Source: an optimization exercise on an open RTL-to-GDS flow (aim: small area, a short achievable clock period and few clock cycles per item). Production flows keep margins and buffers that such runs may drop. In this exercise RTL edits were held to simulation tests only and were not proved equivalent to the original.

## d12_keys
module d12_keys (
    input  wire        clk,
    input  wire        rst,         
    input  wire        in_valid,
    output wire        in_ready,
    input  wire [2:0]  in_op,
    input  wire        in_first,    
    input  wire [63:0] in_a,
    input  wire [31:0] in_b,
    input  wire [6:0]  in_n,
    output wire        out_valid,
    input  wire        out_ready,
    output wire [31:0] out_data
);
==> module d12_keys, before the edit <==
module d12_keys (
    input  wire        clk,
    input  wire        rst,         
    input  wire        in_valid,
    output wire        in_ready,
    input  wire [2:0]  in_op,
    input  wire        in_first,    
    input  wire [63:0] in_a,
    input  wire [31:0] in_b,
    input  wire [6:0]  in_n,
    output wire        out_valid,
    input  wire        out_ready,
    output wire [31:0] out_data
);
    reg         q_full;
    wire        en = !q_full;
    assign in_ready = en;
    reg         v0;
    reg  [2:0]  op0;
    reg         first0;
    reg  [63:0] a0;
    reg  [31:0] b0;
    reg  [6:0]  n0;
    always @(posedge clk) begin
        if (rst)
            v0 <= 1'b0;
        else if (en)
            v0 <= in_valid;
        if (en) begin
            op0    <= in_op;
            first0 <= in_first;
            a0     <= in_a;
            b0     <= in_b;
            n0     <= in_n;
        end
    end
    wire [31:0] b0_rot = {b0[24:0], b0[31:25]};
    wire [31:0] x0 = (op0[1] ? b0_rot : b0) ^ a0[31:0];
    wire [31:0] s2;
    d12_mix_a u_mix0a (.h_in(x0), .h_out(s2));
    wire [37:0] prod = a0[31:0] * n0[5:0];
    wire [5:0]  part = n0[6] ? a0[31:26] : prod[37:32];
    wire        hok  = ({1'b0, a0[5:0]} < n0);
    reg         v1;
    reg  [31:0] s2_1;
    reg  [31:0] ahi1;
    reg         cnt1;       
    reg         wide1;      
    reg         first1;
    reg  [5:0]  idx1;
    reg         hok1;
    always @(posedge clk) begin
        if (rst)
            v1 <= 1'b0;
        else if (en)
            v1 <= v0;
        if (en) begin
            s2_1   <= s2;
            ahi1   <= a0[63:32];
            cnt1   <= op0[2];
            wide1  <= op0[0];
            first1 <= first0;
            idx1   <= op0[0] ? a0[5:0] : part;
            hok1   <= hok;
        end
    end
    wire [31:0] m0;
    d12_mix_b u_mix0b (.h_in(s2_1), .h_out(m0));
    wire [31:0] x1 = {m0[24:0], m0[31:25]} ^ ahi1;
    reg  [6:0]  cnt [0:63];
    wire [6:0]  rd   = cnt[idx1];
    wire [6:0]  rank = first1 ? 7'd0 : rd;
    wire        is_part = cnt1 && !wide1;
    wire        do_part = v1 && en && is_part;
    integer i;
    always @(posedge clk) begin
        if (rst) begin
            for (i = 0; i < 64; i = i + 1)
                cnt[i] <= 7'd0;
        end else if (do_part) begin
            if (first1)
                for (i = 0; i < 64; i = i + 1)
                    cnt[i] <= 7'd0;
            cnt[idx1] <= rank + 7'd1;
        end
    end
    wire [31:0] cres = wide1 ? {25'd0, hok1 ? rd : 7'd0}
                             : {18'd0, rank[5:0], 2'b00, idx1};
    wire [31:0] d2 = cnt1 ? cres : (wide1 ? x1 : m0);
    reg         v2;
    reg  [31:0] d2_2;
    reg         wide2;
    always @(posedge clk) begin
        if (rst)
            v2 <= 1'b0;
        else if (en)
            v2 <= v1;
        if (en) begin
            d2_2  <= d2;
            wide2 <= wide1 && !cnt1;
        end
    end
    wire [31:0] s2b;
    d12_mix_a u_mix1a (.h_in(d2_2), .h_out(s2b));
    reg         v3;
    reg  [31:0] d3_3;
    reg         wide3;
    always @(posedge clk) begin
        if (rst)
            v3 <= 1'b0;
        else if (en)
            v3 <= v2;
        if (en) begin
            d3_3  <= wide2 ? s2b : d2_2;
            wide3 <= wide2;
        end
    end
    wire [31:0] m1;
    d12_mix_b u_mix1b (.h_in(d3_3), .h_out(m1));
    wire [31:0] res = wide3 ? m1 : d3_3;
    reg  [31:0] q0, q1;
    reg         q_wp, q_rp;
    reg         q_nempty;
    wire        push = en && v3;
    wire        pop  = q_nempty && out_ready;
    always @(posedge clk) begin
        if (push) begin
            if (q_wp) q1 <= res;
            else      q0 <= res;
        end
        if (rst) begin
            q_wp     <= 1'b0;
            q_rp     <= 1'b0;
            q_nempty <= 1'b0;
            q_full   <= 1'b0;
        end else begin
            if (push) q_wp <= !q_wp;
            if (pop)  q_rp <= !q_rp;
            if (push && !pop) begin
                q_nempty <= 1'b1;
                q_full   <= q_nempty;
            end else if (pop && !push) begin
                q_nempty <= q_full;
                q_full   <= 1'b0;
            end
        end
    end
    assign out_valid = q_nempty;
    assign out_data  = q_rp ? q1 : q0;
endmodule
export LEC_CHECK = 0
export CAP_MARGIN = 20
export CORE_MARGIN = 2
export CORE_UTILIZATION = 40
export SLEW_MARGIN = 20
create_clock -name core_clock -period 34.0 [get_ports {clk}]
run.sh (not shown) runs the stock make flow with config.mk's settings and CLKGATE_MAP_FILE= SYNTH_SCRIPT=/design/flow/synth_recipe.tcl, a recipe that flattens the netlist after the stock synthesis.
Testbench counts at the start, summed over its fixed seeds: cycles 9,680, items 9,600.
Next try:
--- a/flow/design.v
+++ b/flow/design.v
@@ -788,29 +788,55 @@
         end
     end
     wire [31:0] m0;
     d12_mix_b u_mix0b (.h_in(s2_1), .h_out(m0));
     wire [31:0] x1 = {m0[24:0], m0[31:25]} ^ ahi1;
-    reg  [6:0]  cnt [0:63];
-    wire [6:0]  rd   = cnt[idx1];
-    wire [6:0]  rank = first1 ? 7'd0 : rd;
+    reg  [2:0]  lo [0:63];
+    reg  [5:0]  e_idx [0:7];
+    reg  [2:0]  e_hm1 [0:7];
+    reg  [7:0]  ev;             
+    wire [2:0]  lo_rd = lo[idx1];
+    reg  [7:0]  hit;
+    reg  [2:0]  hm1_rd;
+    integer j;
+    always @(*) begin
+        hm1_rd = 3'd0;
+        for (j = 0; j < 8; j = j + 1) begin
+            hit[j] = ev[j] && (e_idx[j] == idx1);
+            hm1_rd = hm1_rd | (hit[j] ? e_hm1[j] : 3'd0);
+        end
+    end
+    wire        any_hit = |hit;
+    wire [3:0]  hi_rd   = any_hit ? {1'b0, hm1_rd} + 4'd1 : 4'd0;
+    wire [6:0]  rd      = {hi_rd, lo_rd};
+    wire [5:0]  rank    = first1 ? 6'd0 : rd[5:0];
     wire        is_part = cnt1 && !wide1;
     wire        do_part = v1 && en && is_part;
+    wire        clr     = rst || (do_part && first1);
+    wire        carry   = do_part && !first1 && (lo_rd == 3'd7);
+    wire [2:0]  lo_new  = first1 ? 3'd1 : lo_rd + 3'd1;
     integer i;
     always @(posedge clk) begin
-        if (rst) begin
-            for (i = 0; i < 64; i = i + 1)
-                cnt[i] <= 7'd0;
-        end else if (do_part) begin
-            if (first1)
-                for (i = 0; i < 64; i = i + 1)
-                    cnt[i] <= 7'd0;
-            cnt[idx1] <= rank + 7'd1;
+        for (i = 0; i < 64; i = i + 1) begin
+            lo[i] <= ({3{do_part && !rst && (idx1 == i)}} & lo_new)
+                   | ({3{!(do_part && (idx1 == i)) && !clr}} & lo[i]);
+        end
+        if (clr)
+            ev <= 8'd0;
+        else if (carry && !any_hit)
+            ev <= {ev[6:0], 1'b1};
+        for (i = 0; i < 8; i = i + 1) begin
+            if (carry && !any_hit && !ev[i] && (i == 0 || ev[i-1])) begin
+                e_idx[i] <= idx1;
+                e_hm1[i] <= 3'd0;
+            end else if (carry && hit[i]) begin
+                e_hm1[i] <= hm1_rd + 3'd1;
+            end
         end
     end
     wire [31:0] cres = wide1 ? {25'd0, hok1 ? rd : 7'd0}
-                             : {18'd0, rank[5:0], 2'b00, idx1};
+                             : {18'd0, rank, 2'b00, idx1};
     wire [31:0] d2 = cnt1 ? cres : (wide1 ? x1 : m0);
     reg         v2;
     reg  [31:0] d2_2;
     reg         wide2;
     always @(posedge clk) begin
Result: First-iteration DRC count drops by 5.9%; final area shrinks by 11%; flip-flop and latch count is lower by 182; clock-buffer cell count came out lower by 4; hold slack hardly moves; routed wire length is lower by 9.7%; register-to-register slack improved by 0.17 ns; utilization is about the same; via count shrinks by 1.0%; synthesized cell count rose by 3.7%; fmax climbs by 3.7%.
Testbench counts after the change, summed over its fixed seeds: cycles 9,680, items 9,600.

## afterwards: timing with drivers on the ports
How much do the figures lean on ideal ports? The routed layouts below were timed once more, with nothing changed but the port constraints.
Step 1: set_driving_cell puts a clkbuf_16 on clk and a buf_2 on each other input, an assumption about the parent block.
Step 2 adds t to the input delays and takes it off the output delays; t is the mean of the earliest and latest rising clock arrival at the registers after step 1. Input paths then give back, and output paths get back, about the clock's delay inside the block.
a / b / c = ideal / step 1 / step 2; a / b = the first two.
run	t (ns)	slack for setup (ns)	worst setup path after step 2	latest minus earliest clock arrival (ns)	cell pins on the clock port's net
the first run	0.756	24.278 / 24.319 / 23.563	input to register	0.045 / 0.045	1
the second run	0.732	24.625 / 24.554 / 24.714	input to register	0.038 / 0.038	1
After both steps setup and hold are still met in every run listed. The setup slack of the first run, which loses most, moves by +0.041 ns with the drivers and by -0.715 ns with both steps.
